From an optimization exercise on the open Yosys and OpenROAD flow, aimed at small area, a short achievable clock period and few clock cycles; shortcuts taken in it are not production practice.
Where RTL was checked, it was by simulation tests only, not by an equivalence proof against the original.
Power figures rest on the tool's default switching activity, not on a simulated workload.

Design canopy_fec_rx, start of the top module:
module canopy_fec_rx (
    input  wire         clk,
    input  wire         rst,         
    input  wire         start,
    input  wire [30:0]  seed,
    input  wire         in_valid,
    output wire         in_ready,
    input  wire [13:0]  in_trits,
    output reg          out_valid,
    input  wire         out_ready,
    output reg  [9:0]   out_sym,
    output reg          out_era,     
    output reg          out_last,    
    output wire [159:0] out_synd,    
    output reg  [9:0]   out_nera     
);
For scale: roughly 230 I/O pins.
Settings: LEC_CHECK=0, CAP_MARGIN=20, CORE_MARGIN=2, CORE_UTILIZATION=40, SLEW_MARGIN=20; clock period 13.0 ns.
standard.sh (not shown) runs the stock make flow with config.mk's settings and CLKGATE_MAP_FILE= SYNTH_SCRIPT=/design/flow/synth_recipe.tcl, a recipe that flattens the netlist after the stock synthesis.
==> flow/flow/run.sh <==
#!/bin/bash
# The standard ORFS layout (the standard.sh: standard synthesis, floorplan,
# placement, CTS, routing), with two changes:
#  - the ports get plain sky130 buf_1 buffers instead of the delay cell that
#    buffer_ports picks by default (every port still gets its buffer);
#  - the resizer's repair_timing aims for 9 ns of setup slack instead of 0, so it
#    also works on paths that already meet the 13 ns clock.
# The SDC (clock period, I/O delays, loads) is the standard flow's, unchanged.
set -euo pipefail
bash standard.sh "BUFFER_PORTS_ARGS=-buffer_cell sky130_fd_sc_hd__buf_1" SETUP_SLACK_MARGIN=9 finish > standard_flow.log 2>&1
Testbench counts at the start, summed over its fixed seeds: cycles 52,248.
Next try:
--- a/flow/design.v
+++ b/flow/design.v
@@ -89,76 +89,71 @@
     integer b;
     always @(*) begin
         scr_next = scr;
         for (b = 10; b >= 0; b = b - 1) begin
             key[b]   = scr_next[30] ^ scr_next[27];
             scr_next = {scr_next[29:0], key[b]};
         end
     end
     reg [10:0] qd [0:2];
     reg [2:0]  qe;
     reg [2:0]  wp, rp;           
     reg [1:0]  n;                
-    reg [10:0] oh;               
+    reg [3:0]  o;
     wire mv   = ir_v & (n != 2'd3);
     assign ir_free = ~ir_v | (n != 2'd3);
-    wire have = n[1] | (n[0] & (oh[0] | oh[1]));
+    wire have = n[1] | (n[0] & (o[3:1] == 3'd0));
     wire pop  = have & (~out_valid | out_ready);
-    wire drop = pop & ~oh[0];
+    wire drop = pop & (o != 4'd0);
     wire [1:0] n_nx = n + {1'b0, mv} - {1'b0, drop};
     always @(posedge clk) begin
         if (start)
             scr <= seed;
         else if (mv)
             scr <= scr_next;
     end
     integer i;
     always @(posedge clk) begin
         for (i = 0; i < 3; i = i + 1)
             if (mv & wp[i]) begin
                 qd[i] <= g_bits ^ key;
                 qe[i] <= g_era;
             end
     end
     always @(posedge clk) begin
         if (clr) begin
             n   <= 2'd0;
-            oh  <= 11'd1;
+            o   <= 4'd0;
             wp  <= 3'b001;
             rp  <= 3'b001;
             rdy <= 1'b1;
         end else begin
             n   <= n_nx;
             if (pop)
-                oh <= {oh[0], oh[10:1]};
+                o <= (o == 4'd0) ? 4'd10 : o - 4'd1;
             if (mv)
                 wp <= {wp[1:0], wp[2]};
             if (drop)
                 rp <= {rp[1:0], rp[2]};
             rdy <= ~(in_valid | ~rdy) | (n_nx != 2'd3);
         end
     end
     wire [10:0] qa = ({11{rp[0]}} & qd[0]) | ({11{rp[1]}} & qd[1]) | ({11{rp[2]}} & qd[2]);
     wire [10:0] qb = ({11{rp[2]}} & qd[0]) | ({11{rp[0]}} & qd[1]) | ({11{rp[1]}} & qd[2]);
     wire        ea = |(rp & qe);
     wire        eb = |({rp[1:0], rp[2]} & qe);
     wire [21:0] win    = {qa, qb};
-    reg  [9:0]  sym;
-    integer m;
-    always @(*) begin
-        sym = 10'd0;
-        for (m = 0; m < 11; m = m + 1)
-            sym = sym | ({10{oh[m]}} & win[21-m -: 10]);
-    end
-    wire        sym_era = ea | (eb & ~(oh[0] | oh[1]));
+    wire [21:0] win_sh = win << o;
+    wire [9:0]  sym     = win_sh[21:12];
+    wire        sym_era = ea | (eb & (o >= 4'd2));
     function [9:0] gf_mul(input [9:0] a, input [9:0] c);
         integer k;
         reg [9:0] acc;
         reg [9:0] sh;
         begin
             acc = 10'd0;
             sh  = a;
             for (k = 0; k < 10; k = k + 1) begin
                 if (c[k])
                     acc = acc ^ sh;
                 sh = {sh[8:0], 1'b0} ^ (sh[9] ? 10'h009 : 10'h000);
             end
Effect: Non-clock buffer count grows by 17. Register-to-register slack gets worse by 0.02 ns. Setup slack gets worse by 0.017 ns. Total power grows by about 4%. Worst hold slack gets worse by 0.0049 ns. Clock-buffer cell count grows by 2. Die area grows by about 1.5%. Critical path depth is unchanged. Clock skew shrinks by 0.0057 ns.
The RTL of the second run of this note was laid out without a check of its function.

-- port drivers added, routing unchanged --
How much do the figures lean on ideal ports? The routed layouts below were timed once more, with nothing changed but the port constraints.
Step 1, drivers: a clkbuf_16 drives clk and a buf_2 each remaining input, both assumed.
Step 2 times the ports against the registers' clock, not the clock port: input delays grow and output delays shrink by t, the midpoint of the rising clock arrivals with the driver on.
Three values: no drivers, after step 1, after step 2; two values: the first two.
run | shift t [ns] | slack for setup (ns) | clock arrival spread, ns
the first run | 0.595 | 9.099 / 9.083 / 8.599 | 0.022 / 0.021
the second run | 0.580 | 9.081 / 9.079 / 8.666 | 0.016 / 0.016
After both steps every run listed still meets setup and hold. The setup slack of the first run, which loses most, moves by -0.016 ns with the drivers and by -0.500 ns with both steps.
